What follows belongs to an exercise in optimizing a design on an open flow for small area, a short achievable clock period and few clock cycles; a production flow would make more cautious choices.
At most, simulation tests tie the RTL to the original design; equivalence was not proved.
Only the layout flow was run in runs 2 to 5; the RTL was not checked for function there.
Power and IR drop assume default switching activity.

==> flow/design.v <==
module rot_check (
    input  wire        clk,
    input  wire        rst,
    input  wire        ro_we,
    input  wire [5:0]  ro_addr,
    input  wire [9:0]  ro_data,
    input  wire        start,
    input  wire [6:0]  k_in,
    input  wire [5:0]  m_in,
    input  wire [10:0] pphi_in,
    input  wire        phi_valid,
    input  wire [5:0]  phi_data,
    output wire        phi_ready,
    output reg         tab_valid,
    output reg  [5:0]  tab_phi,
    output reg  [5:0]  tab_x,
    output reg  [5:0]  tab_row,
    output wire        idle,
    output reg         done,
    output reg  [3:0]  result,
    output reg  [5:0]  row_a,
    output reg  [5:0]  row_b,
    output reg  [9:0]  phase_index
);
    localparam [3:0] RES_PASS        = 4'd0;
    localparam [3:0] RES_FIRING_MAP  = 4'd1;
    localparam [3:0] RES_COVERAGE    = 4'd2;
    localparam [3:0] RES_PHASE_RANGE = 4'd5;
    localparam [3:0] RES_LIMIT       = 4'd6;
    reg        idle_r;
    reg        ready_r;
    reg        st_first;             
    reg        st_run;               
    reg        st_emit;              
    assign idle      = idle_r;
    assign phi_ready = ready_r;
    reg [6:0]  k;
    reg [5:0]  m;
    reg [10:0] pphi;
    reg        we_q;
    reg [5:0]  wa_q;
    reg [9:0]  wd_q;
    reg [9:0]  row_ofs [0:63];
    always @(posedge clk) begin
        we_q <= ro_we & idle_r;
        wa_q <= ro_addr;
        wd_q <= ro_data;
        if (we_q)
            row_ofs[wa_q] <= wd_q;
    end
    reg        pv_q;                 
    reg [5:0]  pd_q;                 
    reg [10:0] idx;                  
    reg        stream_ok;            
    reg [63:0] seen;
    reg [5:0]  dphi [1:63];          
    reg [6:0]  ndist;
    reg [5:0]  phi0;
    wire       p_take  = pv_q & st_run & ~stream_ok;
    wire       p_bad   = {1'b0, pd_q} >= k;
    wire       p_new   = ~seen[pd_q];
    always @(posedge clk) begin
        pv_q <= phi_valid & ready_r;
        pd_q <= phi_data;
        if (p_take && !p_bad && p_new && ndist != 7'd0)
            dphi[ndist[5:0]] <= pd_q;
    end
    reg        a_v;
    reg [5:0]  a_s, a_r;
    reg        b_v;
    reg [5:0]  b_s, b_r;
    reg [9:0]  b_ofs;
    reg        c_v;
    reg [5:0]  c_s;
    reg [10:0] c_val;
    reg        d_v;
    reg [5:0]  d_s;
    reg [10:0] d_val;
    reg        e_v;
    reg [5:0]  e_s;
    reg [5:0]  e_x;
    reg        cov_bad;
    reg        fm_bad;
    reg [5:0]  fm_a, fm_b;
    reg [63:0] own_v;
    reg [5:0]  owner [0:63];
    wire [6:0] a_sinc  = {1'b0, a_s} + {1'b0, m};
    wire [5:0] a_snext = (a_sinc >= k) ? (a_sinc - k) : a_sinc[5:0];
    wire       a_last  = ({1'b0, a_r} == k - 7'd1);
    wire       a_cov   = (a_r != 6'd0) && (a_s == phi0);
    wire [10:0] dv [0:11];
    assign dv[11] = {1'b0, b_ofs} + {5'd0, b_r};
    genvar gi;
    generate
        for (gi = 10; gi >= 0; gi = gi - 1) begin : g_red
            wire [10:0] vin = (gi == 6) ? c_val : (gi == 2) ? d_val : dv[gi + 1];
            wire [10:0] sh  = vin >> gi;
            wire [7:0]  df  = {1'b0, sh[6:0]} - {1'b0, k};
            wire [10:0] lo  = vin & ((11'd1 << gi) - 11'd1);
            wire [17:0] up  = {10'd0, df} << gi;
            assign dv[gi] = df[7] ? vin : (up[10:0] | lo);
        end
    endgenerate
    wire       e_hit   = own_v[e_x];
    wire [5:0] own_rd;
    reg  [5:0] ptr;
    assign own_rd = owner[st_emit ? ptr : e_x];
    wire       walk_busy = a_v | b_v | c_v | d_v | e_v;
    always @(posedge clk) begin
        if (e_v && !e_hit)
            owner[e_x] <= e_s;
    end
    reg [5:0]  ecnt;
    reg [6:0]  jn;
    reg [5:0]  sacc, sd;
    reg [5:0]  cur_phi;
    wire [5:0] nphi    = dphi[jn[5:0]];
    wire [6:0] sinc    = {1'b0, sacc} + {1'b0, m};
    wire [5:0] snext   = (sinc >= k) ? (sinc - k) : sinc[5:0];
    wire [6:0] pinc    = {1'b0, ptr} + 7'd1;
    wire       e_lastx = ({1'b0, ecnt} == k - 7'd1);
    wire       limit_bad = (k == 7'd0) || (k > 7'd64) || ({1'b0, m} >= k) ||
                           (pphi == 11'd0) || (pphi > 11'd1024);
    integer i;
    always @(posedge clk) begin
        done      <= 1'b0;
        tab_valid <= 1'b0;
        if (idle_r) begin
            k    <= k_in;
            m    <= m_in;
            pphi <= pphi_in;
        end
        b_v   <= a_v & ~a_cov;
        b_s   <= a_s;
        b_r   <= a_r;
        b_ofs <= row_ofs[a_s];
        c_v   <= b_v;
        c_s   <= b_s;
        c_val <= dv[7];
        d_v   <= c_v;
        d_s   <= c_s;
        d_val <= dv[3];
        e_v   <= d_v;
        e_s   <= d_s;
        e_x   <= dv[0][5:0];
        if (a_v) begin
            if (a_cov) begin
                cov_bad <= 1'b1;
                a_v     <= 1'b0;
            end else begin
                a_s <= a_snext;
                a_r <= a_r + 6'd1;
                if (a_last) a_v <= 1'b0;
            end
        end
        if (e_v) begin
            if (e_hit) begin
                if (!fm_bad) begin
                    fm_bad <= 1'b1;
                    fm_a   <= own_rd;
                    fm_b   <= e_s;
                end
            end else begin
                own_v[e_x] <= 1'b1;
            end
        end
        if (st_first) begin
            st_first  <= 1'b0;
            seen      <= 64'd0;
            own_v     <= 64'd0;
            ndist     <= 7'd0;
            idx       <= 11'd0;
            stream_ok <= 1'b0;
            cov_bad   <= 1'b0;
            fm_bad    <= 1'b0;
            a_v       <= 1'b0;
            b_v       <= 1'b0;
            c_v       <= 1'b0;
            d_v       <= 1'b0;
            e_v       <= 1'b0;
            if (limit_bad) begin
                idle_r      <= 1'b1;
                ready_r     <= 1'b0;
                done        <= 1'b1;
                result      <= RES_LIMIT;
                row_a       <= 6'd0;
                row_b       <= 6'd0;
                phase_index <= 10'd0;
            end else begin
                st_run <= 1'b1;
            end
        end
        if (st_run) begin
            if (p_take) begin
                if (p_bad) begin
                    st_run      <= 1'b0;
                    idle_r      <= 1'b1;
                    ready_r     <= 1'b0;
                    done        <= 1'b1;
                    result      <= RES_PHASE_RANGE;
                    row_a       <= 6'd0;
                    row_b       <= 6'd0;
                    phase_index <= idx[9:0];
                end else begin
                    if (p_new) begin
                        seen[pd_q] <= 1'b1;
                        ndist      <= ndist + 7'd1;
                    end
                    if (idx == 11'd0) begin
                        phi0 <= pd_q;
                        a_v  <= 1'b1;
                        a_s  <= pd_q;
                        a_r  <= 6'd0;
                    end
                    idx <= idx + 11'd1;
                    if (idx + 11'd1 == pphi) begin
                        stream_ok <= 1'b1;
                        ready_r   <= 1'b0;
                    end
                end
            end else if (stream_ok && !walk_busy) begin
                st_run <= 1'b0;
                if (cov_bad || fm_bad) begin
                    idle_r      <= 1'b1;
                    done        <= 1'b1;
                    result      <= cov_bad ? RES_COVERAGE : RES_FIRING_MAP;
                    row_a       <= cov_bad ? 6'd0 : fm_a;
                    row_b       <= cov_bad ? 6'd0 : fm_b;
                    phase_index <= 10'd0;
                end else begin
                    st_emit <= 1'b1;
                    ptr     <= 6'd0;
                    ecnt    <= 6'd0;
                    jn      <= 7'd1;
                    cur_phi <= phi0;
                    sacc    <= phi0;
                    sd      <= 6'd0;
                end
            end
        end
        if (st_emit) begin
            tab_valid <= 1'b1;
            tab_phi   <= cur_phi;
            tab_x     <= ecnt;
            tab_row   <= own_rd;
            ecnt      <= ecnt + 6'd1;
            ptr       <= (pinc == {1'b0, k}) ? 6'd0 : pinc[5:0];
            if (sacc != nphi) begin
                sacc <= snext;
                sd   <= sd + 6'd1;
            end
            if (e_lastx) begin
                ecnt <= 6'd0;
                if (jn == ndist) begin
                    st_emit     <= 1'b0;
                    idle_r      <= 1'b1;
                    done        <= 1'b1;
                    result      <= RES_PASS;
                    row_a       <= 6'd0;
                    row_b       <= 6'd0;
                    phase_index <= 10'd0;
                end else begin
                    jn      <= jn + 7'd1;
                    cur_phi <= nphi;
                    ptr     <= sd;
                    sacc <= phi0;
                    sd   <= 6'd0;
                end
            end
        end
        if (idle_r && start) begin
            idle_r   <= 1'b0;
            ready_r  <= 1'b1;
            st_first <= 1'b1;
        end
        if (rst) begin
            idle_r    <= 1'b1;
            ready_r   <= 1'b0;
            st_first  <= 1'b0;
            st_run    <= 1'b0;
            st_emit   <= 1'b0;
            done      <= 1'b0;
            tab_valid <= 1'b0;
        end
    end
endmodule
==> flow/run.sh <==
#!/bin/bash
# synth_recipe.tcl (not shown) runs the flow's synth.tcl, then flattens the netlist and writes it again
# the make line also repeats each setting of config.mk as NAME=value (left out here)
make -C /OpenROAD-flow-scripts/flow DESIGN_CONFIG=/design/flow/config.mk WORK_HOME=/design/flow/orfs CLKGATE_MAP_FILE= SYNTH_SCRIPT=/design/flow/synth_recipe.tcl finish
==> flow/config.mk <==
export PLATFORM = sky130hd
export DESIGN_NAME = rot_check
export DESIGN_NICKNAME = rot_check
export VERILOG_FILES = /design/flow/design.v
export SDC_FILE = /design/flow/constraint.sdc
export NUM_CORES = 4
export LEC_CHECK = 0
export CAP_MARGIN = 40
export CORE_MARGIN = 2
export CORE_UTILIZATION = 40
export SLEW_MARGIN = 40
==> flow/constraint.sdc <==
create_clock -name core_clock -period 27.0 [get_ports {clk}]
set_input_delay 5.4000 -clock core_clock [delete_from_list [all_inputs] [get_ports {clk}]]
set_output_delay 5.4000 -clock core_clock [all_outputs]
set_load 0.01 [all_outputs]
==> results of run 1 <==
-- power by group through the flow --
stage	combinational [uW]	sequential, uW	clock (uW)
3_5_place_dp	2080	3300	0
5_1_grt	2230	3250	2670
4_1_cts	2090	3240	2570
6_report	2040	3240	2520
2_1_floorplan	1440	3300	0
3_3_place_gp	2010	3330	0
-- cells in the mapped netlist (11+ instances only) --
| library cell | number |
|---|---|
| o2bb2ai_1 | 64 |
| nor2b_1 | 32 |
| o31ai_1 | 17 |
| buf_1 | 41 |
| and2_1 | 39 |
| a21oi_1 | 108 |
| nand3b_1 | 18 |
| nand2_1 | 229 |
| xnor2_1 | 77 |
| o211ai_1 | 11 |
| edfxtp_1 | 1474 |
| nor4_1 | 15 |
| mux2_2 | 49 |
| mux2i_1 | 101 |
| a311oi_1 | 13 |
| fa_1 | 14 |
| nand4_1 | 18 |
| ha_1 | 120 |
| dfxtp_1 | 314 |
| inv_1 | 83 |
| nor2_1 | 369 |
| nand3_1 | 83 |
| a211oi_1 | 44 |
| and3_1 | 28 |
| o21ai_0 | 78 |
| xor2_1 | 53 |
| nand2b_1 | 25 |
| clkbuf_1 | 168 |
| a22oi_1 | 41 |
| o22ai_1 | 12 |
| a31oi_1 | 72 |
| buf_2 | 26 |
| a21o_1 | 36 |
| mux4_2 | 387 |
| nor3_1 | 25 |
-- worst register-to-register path, delay by kind of cell (launching register included) --
kind / cells / cell delay [ns]
mux: 2 / 0.70
buf+inv: 2 / 0.64
simple gates: 4 / 0.44
fa+ha+maj: 4 / 1.25
compound gates: 21 / 4.80
flops: 1 / 0.48
-- final cells by class --
cell class	count	area [um2]
diodes	1	2.50
clock buffers	258	5170
clock inverters	88	863
fillers	15400	98100
inverters	85	322
multi-input cells	2298	21600
flip-flops and latches	1788	50600
well taps	2370	2970
repair buffers	178	1660
-- logic make-up (layout without fill, tap and decap cells) --
kind of cell,count (synthesis),count (layout),synth area share
fa+ha+maj,134,134,0.0244
buf+inv,327,609,0.0177
xor+xnor,130,130,0.0156
flops,1788,1788,0.691
simple gates,927,927,0.0579
other cells,0,1,0
compound gates,570,570,0.0530
mux,537,537,0.140
-- layout by cell type, fill, tap and decap left out, types with 49 or more instances in the layout --
| cell type | count |
|---|---|
| inv_1 | 83 |
| o2bb2ai_1 | 64 |
| clkbuf_1 | 51 |
| xnor2_1 | 77 |
| clkdlybuf4s50_1 | 98 |
| mux2_2 | 49 |
| mux2i_1 | 96 |
| mux4_2 | 387 |
| nor2_2 | 67 |
| xor2_1 | 53 |
| nor2_1 | 308 |
| nand3_1 | 83 |
| buf_4 | 71 |
| a21oi_1 | 108 |
| o21ai_0 | 77 |
| ha_1 | 120 |
| a31oi_1 | 72 |
| nand2_1 | 229 |
| clkbuf_16 | 190 |
| edfxtp_1 | 1474 |
| dfxtp_1 | 281 |
-- path summary, 6_finish.rpt --
check / cells after the start / start / endpoint
setup / recovery: 33 / k[2]$_DFFE_PP_ / d_val[4]$_DFF_P_
hold / removal: 0 / c_val[2]$_DFF_P_ / d_val[2]$_DFF_P_
setup reg to reg: 33 / k[2]$_DFFE_PP_ / d_val[4]$_DFF_P_
hold reg to reg: 0 / c_val[2]$_DFF_P_ / d_val[2]$_DFF_P_
-- sequential cells by signal (all words and copies together) (netlist names), 9 cells and up --
register / count
b_ofs: 10
dphi: 378
seen: 64
own_v: 64
wd_q: 10
row_ofs: 640
pphi: 11
phase_index: 10
idx: 11
c_val: 11
owner: 384
d_val: 9
-- per-stage QoR --
stage | util | total power (uW) | setup slack (ns) | hold slack (ns)
5_1_grt | 0.459 | 8150 | 17.85 | 0.298
3_5_place_dp | 0.426 | 5380 | 18.43 | 0.312
3_3_place_gp | 0.424 | 5340 | 18.56 | 0.310
4_1_cts | 0.459 | 7890 | 18.35 | 0.289
2_1_floorplan | - | 4740 | 19.07 | 0.310
6_report | 0.459 | 7810 | 18.58 | 0.290
-- layer usage --
layer | part of all wire | GRT usage | up-vias | wire [um]
li1 | - | - | 17600 | -
met1 | 0.44 | 0.259 | 20300 | 75600
met2 | 0.49 | 0.306 | 1091 | 85000
met3 | 0.052 | 0.0284 | 217 | 9070
met4 | 0.020 | 0.0469 | 0 | 3540
met5 | 0 | 0 | - | 0
==> summary.md, run 1 <==
| Metric | Value |
|---|---|
| Setup TNS Final | 0 ns |
| Initial antenna violation count | 4 |
| Pins Over Slew Limit | 0 |
| Core Footprint | around 180000 um2 |
| Yosys warning total | 1 |
| Main flop type after synthesis | edfxtp_1 |
| Gr usage total | 0.186 |
| CP arrival | around 9 ns |
| Area post-placement | just under 80000 um2 |
| Flop pwr share | 0.415 |
| Die span in x | around 430 um |
| Post-Syn Nets | 4598 |
| Tmin final | 8.42 ns |
| Unrepaired setup endpoints after global routing | false |
| Switching part of the total | 0.295 |
| DRT Wirelength | ~170 mm |
| Avg Inst Size Synth | 16.6 um2 |
| Vias | 39200 |
| Layout cell share with drive strength beyond 1 | 0.195 |
| Overflow after GRT | 0 |
| Worst path bufs/invs | 2 |
| Routability cong. | 0.816 |
| Detail Route Antenna Nets | 0 |
| Int Power | ~5500 uW |
| 1st-pass router iterations | 5 |
| CTS resizes | 0 |
| Clock share of power | 0.323 |
| Net Sw Power | 2300 uW |
| Fin. Hold Viols | 0 |
| Worst R2R Setup Slack | about 19 ns |
| Hold crit path type | reg2reg |
| CP max FO | 14 |
| Post-Syn Area | 73200 um2 |
| Post-route cell area | ~83000 um2 |
| Dpl hpwl | around 110 mm |
| Worst Max-Slew Pin Slew | around 0.86 ns |
| Static Leak | between 0.02 and 0.03 uW |
| Final nets | 4721 |
| Number of setup buffers added after CTS | 0 |
| Achievable Freq | 119 MHz |
| Clock root buffer master | clkbuf_16 |
| Leading post-synthesis cells by cell area | edfxtp_1, mux4_2, dfxtp_1 |
| Area share of the largest cell type after synthesis | 0.605 |
| Largest stage delay, worst path | between 0.5 and 0.6 ns |
| Fin cells | roughly 7000 |
| Reg clk slew, reported paths | around 0.060 ns |
| Clk_skew | between 0.06 and 0.07 ns |
| Cell Rows | roughly 160 |
| TritonCTS clock tree | yes |
| CTS Hold Bufs | 0 |
| First-pass GRT wire length | ~260 mm |
| Crit path kind | reg2reg |
| Unique masters post-synth | 75 |
| Period utilisation layout | 0.312 |
| Async SR Flop Fraction | 0 |
| Status | timing/DRC/antenna clean |
| Most used cell, CP | o21ai_0 |
| Cell taking the most area after synthesis | edfxtp_1 |
| Worst setup EP type | register |
| Clock tree sinks | ~1800 |
| Initial core utilization | 0.403 |
| Syn Inst Count | roughly 4400 |
| Worst-Skew Late Latency | 0.82 ns |
| Worst vdd ir | 0.0000581 V |
| H-tree lvl count | 4 |
| Drc violations | 0 |
| Num CTS Buffers | 185 |
| Area grow syn2layout | 13.7% |
| WL per Instance | 24.5 um |
| Pwr Density | 93.8 nW/um2 |
| Worst path top cell family by delay | compound AO/OA/AOI/OAI gates |
| Slew headroom | 0.429 |
| Part of the Yosys area used for sequential elements | 0.691 |
| PortBufs | 98 |
| # IOs | 99 |
| Die H | around 430 um |
| Combinational fraction of design power | 0.262 |
| Post-placement cell count | 6719 |
| Max Cap Viol | 0 |
| Post-synthesis register bit count | 1788 |
| DRT iter0 DRCs | 3663 |
| Longest Clk Path Bufs | 3 |
| CP max-delay cell | inv_1 |
| Required @ worst endpoint | ~28 ns |
| Die area | around 190000 um2 |
| Number of flops mapped to enable cells by yosys | between 1000 and 1500 |
| Vias in the first global route | 39400 |
| Via density | about 5.5 |
| Final setup viols | 0 |
| Crit start category | register |
| Largest net degree at the start of global routing | 83 |
Testbench counts, summed over its fixed seeds: cycles 171,501.
==> run 2: changes to the inputs <==
--- a/flow/design.v
+++ b/flow/design.v
@@ -71,13 +71,8 @@
     reg [5:0]  b_s, b_r;
     reg [9:0]  b_ofs;
-    reg        c_v;
-    reg [5:0]  c_s;
-    reg [10:0] c_val;
-    reg        d_v;
-    reg [5:0]  d_s;
-    reg [10:0] d_val;
-    reg        e_v;
-    reg [5:0]  e_s;
-    reg [5:0]  e_x;
+    reg        c_v, d_v, e_v, f_v, g_v;
+    reg [5:0]  c_s, d_s, e_s, f_s, g_s;
+    reg [10:0] c_val, d_val, e_val, f_val;
+    reg [5:0]  g_x;
     reg        cov_bad;
     reg        fm_bad;
@@ -94,5 +89,6 @@
     generate
         for (gi = 10; gi >= 0; gi = gi - 1) begin : g_red
-            wire [10:0] vin = (gi == 6) ? c_val : (gi == 2) ? d_val : dv[gi + 1];
+            wire [10:0] vin = (gi == 7) ? c_val : (gi == 5) ? d_val :
+                              (gi == 3) ? e_val : (gi == 1) ? f_val : dv[gi + 1];
             wire [10:0] sh  = vin >> gi;
             wire [7:0]  df  = {1'b0, sh[6:0]} - {1'b0, k};
@@ -102,12 +98,12 @@
         end
     endgenerate
-    wire       e_hit   = own_v[e_x];
+    wire       g_hit   = own_v[g_x];
     wire [5:0] own_rd;
     reg  [5:0] ptr;
-    assign own_rd = owner[st_emit ? ptr : e_x];
-    wire       walk_busy = a_v | b_v | c_v | d_v | e_v;
-    always @(posedge clk) begin
-        if (e_v && !e_hit)
-            owner[e_x] <= e_s;
+    assign own_rd = owner[st_emit ? ptr : g_x];
+    wire       walk_busy = a_v | b_v | c_v | d_v | e_v | f_v | g_v;
+    always @(posedge clk) begin
+        if (g_v && !g_hit)
+            owner[g_x] <= g_s;
     end
     reg [5:0]  ecnt;
@@ -137,11 +133,17 @@
         c_v   <= b_v;
         c_s   <= b_s;
-        c_val <= dv[7];
+        c_val <= dv[8];
         d_v   <= c_v;
         d_s   <= c_s;
-        d_val <= dv[3];
+        d_val <= dv[6];
         e_v   <= d_v;
         e_s   <= d_s;
-        e_x   <= dv[0][5:0];
+        e_val <= dv[4];
+        f_v   <= e_v;
+        f_s   <= e_s;
+        f_val <= dv[2];
+        g_v   <= f_v;
+        g_s   <= f_s;
+        g_x   <= dv[0][5:0];
         if (a_v) begin
             if (a_cov) begin
@@ -154,13 +156,13 @@
             end
         end
-        if (e_v) begin
-            if (e_hit) begin
+        if (g_v) begin
+            if (g_hit) begin
                 if (!fm_bad) begin
                     fm_bad <= 1'b1;
                     fm_a   <= own_rd;
-                    fm_b   <= e_s;
+                    fm_b   <= g_s;
                 end
             end else begin
-                own_v[e_x] <= 1'b1;
+                own_v[g_x] <= 1'b1;
             end
         end
@@ -179,4 +181,6 @@
             d_v       <= 1'b0;
             e_v       <= 1'b0;
+            f_v       <= 1'b0;
+            g_v       <= 1'b0;
             if (limit_bad) begin
                 idle_r      <= 1'b1;
==> summary.md, run 2 <==
| Metric | Value |
|---|---|
| Status | timing/DRC/antenna clean |
| Slew headroom | 0.379 (-0.0495) |
| PortBufs | 98 (unchanged) |
| TritonCTS clock tree | yes |
| Crit path kind | reg2out |
| Leading post-synthesis cells by cell area | edfxtp_1, mux4_2, dfxtp_1 |
| Post-placement cell count | 6788 (+1.0%) |
| Final nets | 4699 (-0.47%) |
| Required @ worst endpoint | 21.60 ns (-6.10 ns) |
| Clk_skew | 0.0378 ns (-0.0312 ns) |
| Fin cells | 7139 (+1.0%) |
| Vias in the first global route | 39700 (+0.76%) |
| Post-Syn Nets | 4565 (-0.72%) |
| Fin. Hold Viols | 0 (unchanged) |
| Reg clk slew, reported paths | 0.06 ns (about the same) |
| Worst vdd ir | 0.0000686 V (+18%) |
| Worst-Skew Late Latency | 0.85 ns (+0.03 ns) |
| Utilization after layout | 0.459 (about the same) |
| Static Leak | 0.0273 uW (+1.7%) |
| Unique masters post-synth | 90 (+20%) |
| Most flop-heavy register | row_ofs |
| Max Cap Viol | 0 (unchanged) |
| First-pass GRT wire length | 261 mm (+0.33%) |
| GR Util met3 | 0.0305 (+0.00205) |
| Number of setup buffers added after CTS | 0 (unchanged) |
| 1st-pass router iterations | 8 (+3) |
| Largest family of logic cells by synthesized area | multiplexers |
| Post-synthesis register bit count | 1822 (+1.9%) |
| WL per Instance | 24.5 um (about the same) |
| Post-route cell area | 84200 um2 (+1.2%) |
| Layout cell share with drive strength beyond 1 | 0.197 (+0.00195) |
| Async SR Flop Fraction | 0 (unchanged) |
| Worst Max-Slew Pin Slew | 0.925 ns (+0.0687 ns) |
| CP arrival | 2.03 ns (-7.09 ns) |
| Pwr Density | 91.8 nW/um2 (-2.1%) |
| Num CTS Buffers | 187 (+1.1%) |
| Overflow after GRT | 0 (unchanged) |
| CP max-delay cell | clkdlybuf4s50_1 |
| CP cell instances | clkdlybuf4s50_1 |
| Largest stage delay, worst path | 0.85 ns (+0.26 ns) |
| Main flop type after synthesis | edfxtp_1 |
| Hold crit path type | reg2reg |
| Initial core utilization | 0.403 (about the same) |
| Die area | 188000 um2 (+0.97%) |
| CTS resizes | 0 (unchanged) |
| Final setup viols | 0 (unchanged) |
| CTS Hold Bufs | 0 (unchanged) |
| H-tree lvl count | 4 (unchanged) |
| Area post-placement | 77900 um2 (+0.98%) |
| Worst path top cell family by delay | buffers and inverters |
| Most frequent cells in the layout | edfxtp_1, mux4_2, nor2_1 |
| Drc violations | 0 (unchanged) |
| Cell taking the most area after synthesis | edfxtp_1 |
| Final hold slack | 0.313 ns (+0.0234 ns) |
| Dpl hpwl | 110 mm (+0.75%) |
| Die span in x | 434 um (+0.49%) |
| Commonest non-fill, non-tap cell in the layout | edfxtp_1 |
| Worst setup EP type | output pin |
| Syn Inst Count | 4380 (-0.75%) |
| Compound-Gate Fraction of Synth Area | 0.0527 (-0.000346) |
| Worst path bufs/invs | 1 (-1) |
| Yosys warning total | 1 (unchanged) |
| Crit start category | register |
| DRT iter0 DRCs | 3643 (-0.55%) |
| Area share of the largest cell type after synthesis | 0.599 (-0.00588) |
| Largest register FFs | 640 (unchanged) |
| Met1 Resource Use GR | 0.252 (-0.00686) |
| Detail Route Antenna Nets | 0 (unchanged) |
| Setup TNS Final | 0 ns (unchanged) |
| Largest net degree at the start of global routing | 97 (+17%) |
| Mux cell area share after synthesis | 0.141 (about the same) |
| Adder-cell area share of the yosys netlist | 0.0241 (-0.000237) |
| Tmin final | 7.43 ns (-0.994 ns) |
| Simple-Gate Fraction of Synth Area | 0.0562 (-0.00168) |
| DRT Wirelength | 175 mm (+0.93%) |
| Pins Over Slew Limit | 0 (unchanged) |
| Achievable Freq | 135 MHz (+13%) |
| Post-Syn Area | 73900 um2 (+0.98%) |
| Synth Area in XOR/XNOR | 0.0149 (-0.000626) |
| Unrepaired setup endpoints after global routing | false |
| Core Footprint | 183000 um2 (+1.1%) |
| Post-synth top cells | edfxtp_1, mux4_2, nor2_1 |
| Gr usage total | 0.186 (+0.000580) |
| Vias | 39300 (+0.18%) |
| Clock root buffer master | clkbuf_16 |
| Number of flops mapped to enable cells by yosys | 1474 (unchanged) |
| Part of the Yosys area used for sequential elements | 0.693 (+0.00250) |
| Period utilisation layout | 0.275 (-0.0368) |
| Busiest grt layer | met2 |
| Avg Inst Size Synth | 16.9 um2 (+1.7%) |
| Area grow syn2layout | 14.0% |
| Longest Clk Path Bufs | 3 (unchanged) |
| Via density | 5.50 (-0.85%) |
| # IOs | 99 (unchanged) |
| Most frequent cell after synthesis | edfxtp_1 |
| Initial antenna violation count | 2 (-2) |
| Clock tree sinks | 1822 (+1.9%) |
| GRT met2 Usage | 0.311 (+0.00487) |
| Routability cong. | 0.836 (+2.4%) |
| Fillers | 15600 (+1.4%) |
| Cell Rows | 157 (+0.64%) |
| Die H | 434 um (+0.49%) |
| CP max FO | 2 (-12) |
[run 2: cell types whose count changed in the layout (fill, tap and decap cells not counted), sizes merged, moves of 12 or more]
cell | previous run | this run
a21oi | 108 | 121
mux2i | 101 | 88
o31ai | 17 | 5
clkinv | 59 | 71
a22o | 9 | 22
mux4 | 387 | 400
nand2 | 229 | 171
a22oi | 41 | 29
nand3 | 83 | 69
a21o | 36 | 49
dfxtp | 314 | 348
[run 2: power by group]
part | internal [uW] | switching [uW] | total, uW
combinational | 803 | 1010 | 1810
clock | 1500 | 1090 | 2590
sequential | 3220 | 117 | 3330
[run 2: cells by family after synthesis]
group	Yosys count
buffers and inverters	316
muxes	530
AOI/OAI and AO/OA	571
xor gates and xnor gates	126
DFF	1822
adders and majority gates	134
and+or+nand+nor	881
[run 2: metrics by stage]
stage / power (uW) / worst slack [ns]
floorplan: 4640 / 20.70
global placement: 5180 / 20.42
detailed placement: 5220 / 20.44
CTS: 7810 / 19.51
global route: 8070 / 19.54
finish: 7730 / 19.57
[run 2: path summary, 6_finish.rpt]
kind | startpoint | cells after the start | slack (ns) | endpoint
max | idle_r$_SDFF_PP1_ | 1 | 19.57 | idle
min | b_s[3]$_DFF_P_ | 0 | 0.31 | c_s[3]$_DFF_P_
max reg2reg | pd_q[0]$_DFF_P_ | 8 | 21.36 | dphi[41][1]$_DFFE_PP_
min reg2reg | b_s[3]$_DFF_P_ | 0 | 0.31 | c_s[3]$_DFF_P_
[run 2: layout make-up]
| cell class | instances | area [um2] | share of cell area |
|---|---|---|---|
| Antenna cell | 1 | 2.50 | 0.0000297 |
| Clock inverter | 91 | 926 | 0.0110 |
| Inverter | 83 | 312 | 0.00370 |
| Timing Repair Buffer | 178 | 1710 | 0.0203 |
| Sequential cell | 1822 | 51300 | 0.609 |
| Tap cell | 2464 | 3080 | 0.0366 |
| Clock buffer | 258 | 5270 | 0.0626 |
| Multi-Input combinational cell | 2242 | 21600 | 0.256 |
[run 2: routing by layer]
layer	up-vias	wire [um]
met3	240	9210
li1	17500	-
met4	2	4150
met2	1071	87200
met1	20400	74300
met5	-	17
==> run 3: changes to the inputs <==
--- a/flow/config.mk
+++ b/flow/config.mk
@@ -6,4 +6,5 @@
 export NUM_CORES = 4
 export LEC_CHECK = 0
+export ABC_CLOCK_PERIOD_IN_PS = 5000
 export CAP_MARGIN = 40
 export CORE_MARGIN = 2
==> summary.md, run 3 <==
| Metric | Value |
|---|---|
| Cell Rows | 157 (unchanged) |
| Start point of the critical path | idle_r$_SDFF_PP1_ |
| DRT Wirelength | 175 mm (unchanged) |
| Yosys warning total | 1 (unchanged) |
| Pins Over Slew Limit | 0 (unchanged) |
| Largest net degree at the start of global routing | 97 (unchanged) |
| Fillers | 15600 (unchanged) |
| Gr usage total | 0.186 (unchanged) |
| Clk_skew | 0.0378 ns (unchanged) |
| Clock tree sinks | 1822 (unchanged) |
| Worst setup EP type | output pin |
| Worst vdd ir | 0.0000686 V (unchanged) |
| Hold crit path type | reg2reg |
| CTS Hold Bufs | 0 (unchanged) |
| Routability cong. | 0.836 (unchanged) |
| Commonest non-fill, non-tap cell in the layout | edfxtp_1 |
| Tmin final | 7.43 ns (unchanged) |
| Post-Syn Area | 73900 um2 (unchanged) |
| Layout cell share with drive strength beyond 1 | 0.197 (unchanged) |
| CP cell instances | clkdlybuf4s50_1 |
| 1st-pass router iterations | 8 (unchanged) |
| First-pass GRT wire length | 261 mm (unchanged) |
| CTS resizes | 0 (unchanged) |
| Post-synthesis register bit count | 1822 (unchanged) |
| Dpl ws | 20.44 ns (unchanged) |
| Area grow syn2layout | 14.0% (unchanged) |
| Reg-to-Reg Start | pd_q[0]$_DFF_P_ |
| Crit path kind | reg2out |
| Main flop type after synthesis | edfxtp_1 |
| PortBufs | 98 (unchanged) |
| Longest Clk Path Bufs | 3 (unchanged) |
| Post-Syn Nets | 4565 (unchanged) |
| Slew headroom | 0.379 (unchanged) |
| Post-synth top cells | edfxtp_1, mux4_2, nor2_1 |
| Period utilisation layout | 0.275 (unchanged) |
| Syn Inst Count | 4380 (unchanged) |
| Area share of the largest cell type after synthesis | 0.599 (unchanged) |
| Pwr Density | 91.8 nW/um2 (unchanged) |
| Via density | 5.50 (unchanged) |
| Initial antenna violation count | 2 (unchanged) |
| Largest register FFs | 640 (unchanged) |
| Die H | 434 um (unchanged) |
| Unrepaired setup endpoints after global routing | false |
| Worst Max-Slew Pin Slew | 0.925 ns (unchanged) |
| Die area | 188000 um2 (unchanged) |
| Worst path bufs/invs | 1 (unchanged) |
| Achievable Freq | 135 MHz (unchanged) |
| Required @ worst endpoint | 21.60 ns (about the same) |
| Worst path top cell family by delay | buffers and inverters |
| Vias | 39300 (unchanged) |
| Core Footprint | 183000 um2 (unchanged) |
| Crit start category | register |
| Largest stage delay, worst path | 0.85 ns (about the same) |
| Vias in the first global route | 39700 (unchanged) |
| Number of setup buffers added after CTS | 0 (unchanged) |
| DRT iter0 DRCs | 3643 (unchanged) |
| Hold_sp | b_s[3]$_DFF_P_ |
| Most frequent cells in the layout | edfxtp_1, mux4_2, nor2_1 |
| CP arrival | 2.03 ns (about the same) |
| TritonCTS clock tree | yes |
| CP max FO | 2 (unchanged) |
| Static Leak | 0.0273 uW (unchanged) |
| CP max-delay cell | clkdlybuf4s50_1 |
| Overflow after GRT | 0 (unchanged) |
| Die span in x | 434 um (unchanged) |
| Unique masters post-synth | 90 (unchanged) |
| Final setup viols | 0 (unchanged) |
| Post-route setup slack | 19.57 ns (unchanged) |
| Setup TNS Final | 0 ns (unchanged) |
| Num CTS Buffers | 187 (unchanged) |
| # IOs | 99 (unchanged) |
| Final nets | 4699 (unchanged) |
| WL per Instance | 24.5 um (unchanged) |
| Reg clk slew, reported paths | 0.06 ns (about the same) |
| Max Cap Viol | 0 (unchanged) |
| Part of the Yosys area used for sequential elements | 0.693 (unchanged) |
| Clock root buffer master | clkbuf_16 |
| Status | timing/DRC/antenna clean |
| Avg Inst Size Synth | 16.9 um2 (unchanged) |
| Most flop-heavy register | row_ofs |
| Leading post-synthesis cells by cell area | edfxtp_1, mux4_2, dfxtp_1 |
| Detail Route Antenna Nets | 0 (unchanged) |
| Cell taking the most area after synthesis | edfxtp_1 |
| Most frequent cell after synthesis | edfxtp_1 |
| Initial core utilization | 0.403 (unchanged) |
| Fin. Hold Viols | 0 (unchanged) |
| Number of flops mapped to enable cells by yosys | 1474 (unchanged) |
| Worst-Skew Late Latency | 0.85 ns (about the same) |
| Drc violations | 0 (unchanged) |
| Dpl hpwl | 110 mm (unchanged) |
| H-tree lvl count | 4 (unchanged) |
| Async SR Flop Fraction | 0 (unchanged) |
run 3: cell counts in the layout (fill, tap and decap cells not counted):
Identical to the previous run, type by type.
run 3: cells by family (layout without fill, tap and decap cells):
| family | after synthesis | after routing | synth area share |
|---|---|---|---|
| adder cells (fa/ha/maj) | 134 | 134 | 0.0241 |
| AO/OA/AOI/OAI | 571 | 571 | 0.0527 |
| other | 0 | 1 | 0 |
| buffers and inverters | 316 | 610 | 0.0180 |
| multiplexers | 530 | 530 | 0.141 |
| XOR/XNOR | 126 | 126 | 0.0149 |
| AND/OR/NAND/NOR | 881 | 881 | 0.0562 |
| flip-flops | 1822 | 1822 | 0.693 |
run 3: cell type report:
cell class                 count  area [um2]  area share
antenna                        1        2.50   0.0000297
clock buffer                 258        5270      0.0626
clock inverter                91         926      0.0110
inverter                      83         312     0.00370
multi-input combinational   2242       21600       0.256
sequential                  1822       51300       0.609
tap                         2464        3080      0.0366
timing repair buffer         178        1710      0.0203
run 3: final timing paths:
path	cells past startpoint	slack, ns	endpoint
max	1	19.57	idle
min	0	0.31	c_s[3]$_DFF_P_
max reg2reg	8	21.36	dphi[41][1]$_DFFE_PP_
min reg2reg	0	0.31	c_s[3]$_DFF_P_
run 3: power by group:
part	internal, uW	total, uW	switching [uW]
clock	1500	2590	1090
combinational	803	1810	1010
sequential	3220	3330	117
total	5520	7730	2210
run 3: stage by stage:
stage               instance area, um2  instances  power [uW]  hold slack (ns)  utilization
floorplan                        73900       4380        4640            0.310            -
global placement                 77600       6784        5180            0.310        0.424
detailed placement               77900       6788        5220            0.312        0.425
CTS                              84100       7137        7810            0.310        0.459
global route                     84200       7138        8070            0.319        0.459
finish                           84200       7139        7730            0.313        0.459
run 3: routing by layer:
layer / vias up / global-route usage / wire length (um)
li1: 17500 / - / -
met4: 2 / 0.0527 / 4150
met2: 1071 / 0.311 / 87200
met5: - / 0 / 17
met3: 240 / 0.0305 / 9210
met1: 20400 / 0.252 / 74300
==> run 4: changes to the inputs <==
--- a/flow/design.v
+++ b/flow/design.v
@@ -34,18 +34,13 @@
     reg        st_emit;              
     assign idle      = idle_r;
+    wire       idl = ~(st_first | st_run | st_emit);
     assign phi_ready = ready_r;
     reg [6:0]  k;
     reg [5:0]  m;
     reg [10:0] pphi;
-    reg        we_q;
-    reg [5:0]  wa_q;
-    reg [9:0]  wd_q;
     reg [9:0]  row_ofs [0:63];
     always @(posedge clk) begin
-        we_q <= ro_we & idle_r;
-        wa_q <= ro_addr;
-        wd_q <= ro_data;
-        if (we_q)
-            row_ofs[wa_q] <= wd_q;
+        if (ro_we && idl)
+            row_ofs[ro_addr] <= ro_data;
     end
     reg        pv_q;                 
@@ -73,9 +68,10 @@
     reg        c_v, d_v, e_v, f_v, g_v;
     reg [5:0]  c_s, d_s, e_s, f_s, g_s;
-    reg [10:0] c_val, d_val, e_val, f_val;
+    reg [10:0] c_val, d_val;
+    reg [9:0]  e_val;
+    reg [7:0]  f_val;
     reg [5:0]  g_x;
     reg        cov_bad;
     reg        fm_bad;
-    reg [5:0]  fm_a, fm_b;
     reg [63:0] own_v;
     reg [5:0]  owner [0:63];
@@ -90,5 +86,5 @@
         for (gi = 10; gi >= 0; gi = gi - 1) begin : g_red
             wire [10:0] vin = (gi == 7) ? c_val : (gi == 5) ? d_val :
-                              (gi == 3) ? e_val : (gi == 1) ? f_val : dv[gi + 1];
+                              (gi == 3) ? {1'b0, e_val} : (gi == 1) ? {3'd0, f_val} : dv[gi + 1];
             wire [10:0] sh  = vin >> gi;
             wire [7:0]  df  = {1'b0, sh[6:0]} - {1'b0, k};
@@ -104,5 +100,5 @@
     wire       walk_busy = a_v | b_v | c_v | d_v | e_v | f_v | g_v;
     always @(posedge clk) begin
-        if (g_v && !g_hit)
+        if (g_v)
             owner[g_x] <= g_s;
     end
@@ -122,5 +118,5 @@
         done      <= 1'b0;
         tab_valid <= 1'b0;
-        if (idle_r) begin
+        if (idl) begin
             k    <= k_in;
             m    <= m_in;
@@ -139,8 +135,8 @@
         e_v   <= d_v;
         e_s   <= d_s;
-        e_val <= dv[4];
+        e_val <= dv[4][9:0];
         f_v   <= e_v;
         f_s   <= e_s;
-        f_val <= dv[2];
+        f_val <= dv[2][7:0];
         g_v   <= f_v;
         g_s   <= f_s;
@@ -157,12 +153,9 @@
         end
         if (g_v) begin
-            if (g_hit) begin
-                if (!fm_bad) begin
-                    fm_bad <= 1'b1;
-                    fm_a   <= own_rd;
-                    fm_b   <= g_s;
-                end
-            end else begin
-                own_v[g_x] <= 1'b1;
+            own_v[g_x] <= 1'b1;
+            if (g_hit && !fm_bad) begin
+                fm_bad <= 1'b1;
+                row_a  <= own_rd;
+                row_b  <= g_s;
             end
         end
@@ -176,4 +169,6 @@
             cov_bad   <= 1'b0;
             fm_bad    <= 1'b0;
+            row_a     <= 6'd0;
+            row_b     <= 6'd0;
             a_v       <= 1'b0;
             b_v       <= 1'b0;
@@ -188,6 +183,4 @@
                 done        <= 1'b1;
                 result      <= RES_LIMIT;
-                row_a       <= 6'd0;
-                row_b       <= 6'd0;
                 phase_index <= 10'd0;
             end else begin
@@ -229,6 +222,8 @@
                     done        <= 1'b1;
                     result      <= cov_bad ? RES_COVERAGE : RES_FIRING_MAP;
-                    row_a       <= cov_bad ? 6'd0 : fm_a;
-                    row_b       <= cov_bad ? 6'd0 : fm_b;
+                    if (cov_bad) begin
+                        row_a <= 6'd0;
+                        row_b <= 6'd0;
+                    end
                     phase_index <= 10'd0;
                 end else begin
@@ -261,6 +256,4 @@
                     done        <= 1'b1;
                     result      <= RES_PASS;
-                    row_a       <= 6'd0;
-                    row_b       <= 6'd0;
                     phase_index <= 10'd0;
                 end else begin
@@ -273,5 +266,5 @@
             end
         end
-        if (idle_r && start) begin
+        if (idl && start) begin
             idle_r   <= 1'b0;
             ready_r  <= 1'b1;
==> flow/flow/run.sh (new file) <==
#!/bin/bash
# The standard layout (standard.sh: the standard flow's synthesis and ORFS flow, unchanged),
# except that the port buffers are sky130_fd_sc_hd__buf_2 instead of the
# smallest buffer buffer_ports picks on its own.
set -euo pipefail
export BUFFER_PORTS_ARGS="-buffer_cell sky130_fd_sc_hd__buf_2"
bash standard.sh finish > standard_flow.log 2>&1
==> flow/standard.sh (new file) <==
#!/bin/bash
# synth_recipe.tcl (not shown) runs the flow's synth.tcl, then flattens the netlist and writes it again
# the make line also repeats each setting of config.mk as NAME=value (left out here)
make -C /OpenROAD-flow-scripts/flow DESIGN_CONFIG=/design/flow/config.mk WORK_HOME=/design/flow/orfs CLKGATE_MAP_FILE= SYNTH_SCRIPT=/design/flow/synth_recipe.tcl "${@:-finish}"
--- a/flow/config.mk
+++ b/flow/config.mk
@@ -6,7 +6,9 @@
 export NUM_CORES = 4
 export LEC_CHECK = 0
-export ABC_CLOCK_PERIOD_IN_PS = 5000
 export CAP_MARGIN = 40
 export CORE_MARGIN = 2
 export CORE_UTILIZATION = 40
+export CTS_BUF_LIST = sky130_fd_sc_hd__clkbuf_8
+export CTS_CLUSTER_DIAMETER = 100
+export CTS_CLUSTER_SIZE = 14
 export SLEW_MARGIN = 40
removed: flow/run.sh
==> summary.md, run 4 <==
| Metric | Value |
|---|---|
| Clk_skew | 0.0602 ns (+0.0224 ns) |
| Hold crit path type | reg2reg |
| Area post-placement | 76200 um2 (-2.2%) |
| DRT Wirelength | 175 mm (+0.29%) |
| Max Cap Viol | 0 (unchanged) |
| PortBufs | 98 (unchanged) |
| TritonCTS clock tree | yes |
| Utilization after layout | 0.436 (-0.0235) |
| CP cell instances | buf_2 |
| Initial antenna violation count | 5 (+3) |
| Unique masters post-synth | 81 (-10%) |
| Post-route cell area | 78900 um2 (-6.2%) |
| Status | timing/DRC/antenna clean |
| Required @ worst endpoint | 21.60 ns (about the same) |
| Worst Max-Slew Pin Slew | 0.928 ns (+0.00252 ns) |
| Gr usage total | 0.188 (+0.00133) |
| CTS Hold Bufs | 0 (unchanged) |
| Main flop type after synthesis | edfxtp_1 |
| WP depth | 1 (unchanged) |
| Post-synthesis register bit count | 1793 (-1.6%) |
| Dpl hpwl | 111 mm (+0.98%) |
| Area grow syn2layout | 8.08% |
| CTS resizes | 0 (unchanged) |
| Overflow after GRT | 0 (unchanged) |
| Reg clk slew, reported paths | 0.10 ns (+0.04 ns) |
| Pwr Density | 82.4 nW/um2 (-10%) |
| Clock tree sinks | 1793 (-1.6%) |
| Core Footprint | 181000 um2 (-1.2%) |
| Leading post-synthesis cells by cell area | edfxtp_1, mux4_2, dfxtp_1 |
| Largest net degree at the start of global routing | 78 (-20%) |
| Tmin final | 6.88 ns (-0.550 ns) |
| Number of setup buffers added after CTS | 0 (unchanged) |
| Register-to-Register Path Depth | 21 (+13) |
| Detail Route Antenna Nets | 0 (unchanged) |
| DRT iter0 DRCs | 3814 (+4.7%) |
| Post-synth top cells | edfxtp_1, nor2_1, mux4_2 |
| Initial core utilization | 0.403 (about the same) |
| Most frequent cells in the layout | edfxtp_1, mux4_2, nor2_1 |
| First-pass GRT wire length | 260 mm (-0.34%) |
| Achievable Freq | 145 MHz (+8.0%) |
| Die H | 431 um (-0.56%) |
| Longest Clk Path Bufs | 3 (unchanged) |
| Adder-cell area share of the yosys netlist | 0.0244 (+0.000274) |
| Number of flops mapped to enable cells by yosys | 1462 (-0.81%) |
| Commonest non-fill, non-tap cell in the layout | edfxtp_1 |
| Hold Path Cell Cnt | 0 (unchanged) |
| Post-Syn Nets | 4519 (-1.0%) |
| Most frequent cell after synthesis | edfxtp_1 |
| Layout cell share with drive strength beyond 1 | 0.196 (-0.000757) |
| Part of the Yosys area used for sequential elements | 0.692 (-0.00171) |
| WL per Instance | 25.4 um (+3.7%) |
| Post-Syn Area | 73000 um2 (-1.1%) |
| Simple-Gate Fraction of Synth Area | 0.0542 (-0.00208) |
| Syn Inst Count | 4334 (-1.1%) |
| Die area | 186000 um2 (-1.1%) |
| Largest family of logic cells by synthesized area | multiplexers |
| Worst setup EP type | output pin |
| Final nets | 4610 (-1.9%) |
| Largest register FFs | 640 (unchanged) |
| Avg Inst Size Synth | 16.9 um2 (about the same) |
| # IOs | 99 (unchanged) |
| Via density | 5.56 (+1.1%) |
| Slew headroom | 0.380 (+0.000547) |
| Mux cell area share after synthesis | 0.144 (+0.00383) |
| Most flop-heavy register | row_ofs |
| CP max-delay cell | dfxtp_1 |
| Yosys warning total | 1 (unchanged) |
| Pins Over Slew Limit | 0 (unchanged) |
| Largest stage delay, worst path | 0.32 ns (-0.53 ns) |
| CP max FO | 1 (-1) |
| Final setup viols | 0 (unchanged) |
| Async SR Flop Fraction | 0 (unchanged) |
| Compound-Gate Fraction of Synth Area | 0.0513 (-0.00134) |
| Fillers | 15800 (+1.4%) |
| Routability cong. | 0.823 (-1.5%) |
| Static Leak | 0.0261 uW (-4.6%) |
| Vias | 38400 (-2.3%) |
| Fin. Hold Viols | 0 (unchanged) |
| CP arrival | 1.48 ns (-0.55 ns) |
| Crit start category | register |
| Crit path kind | reg2out |
| Die span in x | 431 um (-0.56%) |
| Drc violations | 0 (unchanged) |
| Synth Area in XOR/XNOR | 0.0147 (-0.000190) |
| Worst-Skew Late Latency | 0.95 ns (+0.10 ns) |
| Worst vdd ir | 0.0000569 V (-17%) |
| Worst path top cell family by delay | flip-flops |
| Cell Rows | 156 (-0.64%) |
| H-tree lvl count | 4 (unchanged) |
| Clock root buffer master | clkbuf_8 |
| Cell taking the most area after synthesis | edfxtp_1 |
| Unrepaired setup endpoints after global routing | false |
| Vias in the first global route | 38700 (-2.6%) |
| 1st-pass router iterations | 5 (-3) |
| Period utilisation layout | 0.255 (-0.0204) |
| Area share of the largest cell type after synthesis | 0.601 (+0.00188) |
| Num CTS Buffers | 147 (-21%) |
| Worst path bufs/invs | 1 (unchanged) |
| Setup TNS Final | 0 ns (unchanged) |
-- run 4: metal layers --
metal  global-route usage  wire length, um
met5                    0                0
met4               0.0535             4200
met3               0.0255             9190
met2                0.310            86300
met1                0.261            75800
-- run 4: cell type report --
type	instances	area (um2)	area share
diodes	3	7.51	0.0000951
clock inverters	100	447	0.00566
inverters	85	319	0.00404
flip-flops and latches	1793	50600	0.641
clock buffers	153	2110	0.0267
repair buffers	170	1150	0.0146
multi-input cells	2228	21400	0.271
well taps	2370	2970	0.0376
-- run 4: cell families after synthesis --
family | after synthesis
DFF | 1793
and+or+nand+nor | 876
AOI/OAI and AO/OA | 550
muxes | 545
buffers and inverters | 313
adders and majority gates | 134
xor gates and xnor gates | 123
-- run 4: path summary, 6_finish.rpt --
path / slack (ns) / start / endpoint
worst max-delay path: 20.12 / tab_valid$_SDFF_PP0_ / tab_valid
worst min-delay path: 0.29 / e_s[3]$_DFF_P_ / f_s[3]$_DFF_P_
worst max register to register: 21.37 / k[1]$_DFFE_PN_ / f_val[5]$_DFF_P_
worst min register to register: 0.29 / e_s[3]$_DFF_P_ / f_s[3]$_DFF_P_
-- run 4: report_power, final --
part | internal, uW | switching [uW]
logic | 810 | 983
clock network | 531 | 897
registers | 3160 | 124
total | 4500 | 2000
-- run 4: per-stage QoR --
stage	total power [uW]	hold WS, ns	setup WS (ns)	std cells
finish	6510	0.292	20.12	6902
global route	6830	0.306	20.04	6901
CTS	6580	0.292	19.99	6898
floorplan	4600	0.310	19.94	4334
global placement	5140	0.310	19.21	6642
detailed placement	5170	0.312	19.26	6645
==> run 5: changes to the inputs <==
--- a/flow/config.mk
+++ b/flow/config.mk
@@ -9,6 +9,6 @@
 export CORE_MARGIN = 2
 export CORE_UTILIZATION = 40
-export CTS_BUF_LIST = sky130_fd_sc_hd__clkbuf_8
-export CTS_CLUSTER_DIAMETER = 100
-export CTS_CLUSTER_SIZE = 14
+export CTS_BUF_LIST = sky130_fd_sc_hd__clkbuf_16
+export CTS_CLUSTER_DIAMETER = 150
+export CTS_CLUSTER_SIZE = 24
 export SLEW_MARGIN = 40
==> summary.md, run 5 <==
| Metric | Value |
|---|---|
| Layout cell share with drive strength beyond 1 | 0.185 (-0.0112) |
| H-tree lvl count | 3 (-1) |
| Post-route setup slack | 20.01 ns (-0.113 ns) |
| Gr usage total | 0.185 (-0.00278) |
| Clk_skew | 0.0614 ns (+0.00120 ns) |
| Leading post-synthesis cells by cell area | edfxtp_1, mux4_2, dfxtp_1 |
| Required @ worst endpoint | 27.37 ns (+5.77 ns) |
| Cell Rows | 156 (unchanged) |
| CP max-delay cell | nor2_1 |
| Number of flops mapped to enable cells by yosys | 1462 (unchanged) |
| Syn Inst Count | 4334 (unchanged) |
| Post-synth top cells | edfxtp_1, nor2_1, mux4_2 |
| Multi-input logic area | 21400 um2 (unchanged) |
| Worst R2R Setup Slack | 21.38 ns (about the same) |
| Most used cell, CP | nor2_1 |
| Worst Max-Slew Pin Slew | 0.894 ns (-0.0335 ns) |
| Period utilisation layout | 0.259 (+0.00420) |
| Commonest non-fill, non-tap cell in the layout | edfxtp_1 |
| Die H | 431 um (unchanged) |
| WL per Instance | 25.5 um (+0.51%) |
| WP depth | 5 (+4) |
| Vias in the first global route | 37900 (-2.0%) |
| Core Footprint | 181000 um2 (unchanged) |
| Reg clk slew, reported paths | 0.10 ns (about the same) |
| Start point of the critical path | ro_we |
| Achievable Freq | 143 MHz (-1.6%) |
| Area grow syn2layout | 8.06% (about the same) |
| Most flop-heavy register | row_ofs |
| Storage element area | 50600 um2 (unchanged) |
| Longest Clk Path Bufs | 3 (unchanged) |
| TritonCTS clock tree | yes |
| Routability cong. | 0.823 (unchanged) |
| Setup TNS Final | 0 ns (unchanged) |
| Via density | 5.60 (+0.67%) |
| Initial core utilization | 0.403 (unchanged) |
| Crit start category | primary input |
| Drc violations | 0 (unchanged) |
| Critical Path Sink | row_ofs[38][1]$_DFFE_PP_ |
| Most frequent cells in the layout | edfxtp_1, mux4_2, nor2_1 |
| Largest register FFs | 640 (unchanged) |
| DRT iter0 DRCs | 3669 (-3.8%) |
| Register-to-Register Path Depth | 21 (unchanged) |
| Final nets | 4549 (-1.3%) |
| Part of the Yosys area used for sequential elements | 0.692 (unchanged) |
| # IOs | 99 (unchanged) |
| Crit path kind | in2reg |
| Async SR Flop Fraction | 0 (unchanged) |
| Tmin final | 6.99 ns (+0.113 ns) |
| Pins Over Slew Limit | 0 (unchanged) |
| Pwr Density | 83.0 nW/um2 (+0.72%) |
| CP max FO | 10 (+9) |
| Initial antenna violation count | 4 (-1) |
| Die area | 186000 um2 (unchanged) |
| CP arrival | 7.36 ns (+5.88 ns) |
| Detail Route Antenna Nets | 0 (unchanged) |
| Post-Syn Area | 73000 um2 (unchanged) |
| Reg-to-Reg Start | k[1]$_DFFE_PN_ |
| CTS resizes | 0 (unchanged) |
| CTS Hold Bufs | 0 (unchanged) |
| Unrepaired setup endpoints after global routing | false |
| Cell taking the most area after synthesis | edfxtp_1 |
| Unique masters post-synth | 81 (unchanged) |
| DRT Wirelength | 174 mm (-0.95%) |
| Hold crit path type | reg2reg |
| Avg Inst Size Synth | 16.9 um2 (unchanged) |
| Fin. Hold Viols | 0 (unchanged) |
| Dpl hpwl | 111 mm (unchanged) |
| First-pass GRT wire length | 256 mm (-1.5%) |
| Largest stage delay, worst path | 0.88 ns (+0.56 ns) |
| CP cell instances | buf_2 -> nand2_1 -> nor2_1 -> nand3_1 -> nor2_1 |
| RR Endpoint | f_val[5]$_DFF_P_ |
| Worst vdd ir | 0.0000631 V (+11%) |
| Most frequent cell after synthesis | edfxtp_1 |
| Largest net degree at the start of global routing | 78 (unchanged) |
| 1st-pass router iterations | 6 (+1) |
| Static Leak | 0.0259 uW (-0.62%) |
| Worst-Skew Late Latency | 0.76 ns (-0.19 ns) |
| Hold_sp | f_s[3]$_DFF_P_ |
| Die span in x | 431 um (unchanged) |
| Yosys warning total | 1 (unchanged) |
| Final setup viols | 0 (unchanged) |
| Post-Syn Nets | 4519 (unchanged) |
| Clock tree sinks | 1793 (unchanged) |
| Worst path top cell family by delay | simple AND/OR/NAND/NOR gates |
| Main flop type after synthesis | edfxtp_1 |
| Slew headroom | 0.402 (+0.0224) |
| Fillers | 15700 (-0.51%) |
| Vias | 38100 (-0.78%) |
| PortBufs | 98 (unchanged) |
| Clock root buffer master | clkbuf_16 |
| Overflow after GRT | 0 (unchanged) |
| Status | timing/DRC/antenna clean |
| Post-synthesis register bit count | 1793 (unchanged) |
| Num CTS Buffers | 85 (-42%) |
| Number of setup buffers added after CTS | 0 (unchanged) |
| Worst setup EP type | register |
| Max Cap Viol | 0 (unchanged) |
| Worst path bufs/invs | 1 (unchanged) |
| Dpl ws | 19.26 ns (unchanged) |
| Area share of the largest cell type after synthesis | 0.601 (unchanged) |
[run 5: cell count changes in the layout (fill, tap and decap cells not counted), sizes merged]
cell      delta
diode        -2
inv         -28
buf          +1
clkinvlp     -3
clkbuf      -66
clkinv       -2
[run 5: cells by family after synthesis]
kind of cell             after synthesis  synth area share
adder cells (fa/ha/maj)              134            0.0244
AND/OR/NAND/NOR                      876            0.0542
AO/OA/AOI/OAI                        550            0.0513
multiplexers                         545             0.144
XOR/XNOR                             123            0.0147
flip-flops                          1793             0.692
buffers and inverters                313            0.0192
[run 5: layout make-up]
type                            count  area share
Multi-Input combinational cell   2228       0.271
Antenna cell                        1   0.0000317
Tap cell                         2370      0.0376
Clock buffer                       87      0.0276
Sequential cell                  1793       0.641
Timing Repair Buffer              171      0.0148
Inverter                           85     0.00404
Clock inverter                     67     0.00445
[run 5: how the worst min path moves through the flow]
stage,to,cells after the start
after floorplan,c_s[0]$_DFF_P_,0
after global placement,g_s[5]$_DFF_P_,0
after detailed placement,g_s[4]$_DFF_P_,0
after CTS,g_s[3]$_DFF_P_,0
after global routing,g_s[3]$_DFF_P_,0
final,g_s[3]$_DFF_P_,0
[run 5: worst register-to-register path: stages (launching register included)]
cell      delay [ns]
edfxtp_1        0.85
inv_1           0.54
buf_4           0.35
ha_1            0.30
nor2b_1         0.12
o21ai_0         0.20
a21boi_0        0.15
o21ai_0         0.17
nand2b_1        0.11
a21o_1          0.18
a21o_1          0.28
o21ai_0         0.38
inv_1           0.09
ha_1            0.29
a21oi_1         0.16
o21ai_0         0.10
and2_1          0.17
o21ai_0         0.15
nand2b_1        0.11
a21o_1          0.19
a21o_1          0.28
mux2_2          0.31
[run 5: power by group]
part           internal, uW  total, uW  leakage [uW]  switching, uW
Sequential             3160       3290        0.0158            126
Clock                   599       1470       0.00145            871
Combinational           811       1800       0.00863            985
[run 5: layer usage]
| layer | part of all wire | vias up | GRT usage |
|---|---|---|---|
| met5 | 0.000075 | - | 0 |
| met4 | 0.026 | 2 | 0.0524 |
| met3 | 0.057 | 180 | 0.0267 |
| met2 | 0.49 | 1141 | 0.306 |
| met1 | 0.43 | 19800 | 0.255 |
| li1 | - | 17000 | - |
[run 5: per-stage QoR]
step	total power (uW)	cell area, um2	util	instances	hold slack, ns
5_1_grt	6860	78900	0.436	6802	0.316
3_3_place_gp	5140	76100	0.420	6642	0.310
6_report	6550	78900	0.436	6802	0.312
4_1_cts	6610	78700	0.435	6799	0.317
3_5_place_dp	5170	76200	0.421	6645	0.312
2_1_floorplan	4600	73000	-	4334	0.310

## afterwards: timing with drivers on the ports
Ports are ideal in the flow. The routed layouts listed here were re-timed in OpenROAD. Step 1: set_driving_cell puts a clkbuf_16 on clk and a buf_2 on each other input, an assumption about the parent block. Step 2 also shifts input and output timing later by t, the mid clock arrival at the registers, as if the neighbouring blocks saw the same clock. Three values: ideal ports, drivers, drivers and shift; two values: the first two.
run | t (ns) | setup WS [ns] | worst hold slack (ns) | worst setup path at the end
run 1 | 0.867 | 18.581 / 18.581 / 18.581 | 0.290 / 0.290 / 0.290 | register to register
run 2 | 0.909 | 19.574 / 19.498 / 20.406 | 0.313 / 0.313 / 0.313 | register to output
run 3 | 0.909 | 19.574 / 19.498 / 20.406 | 0.313 / 0.313 / 0.313 | register to output
run 4 | 0.996 | 20.125 / 20.048 / 19.227 | 0.292 / 0.292 / 0.292 | input to register
run 5 | 0.802 | 20.011 / 20.065 / 19.262 | 0.312 / 0.312 / 0.312 | input to register
After both steps every run listed still meets setup and hold. For run 4, which loses most, drivers alone change the setup slack by -0.077 ns; drivers and shift together by -0.898 ns.
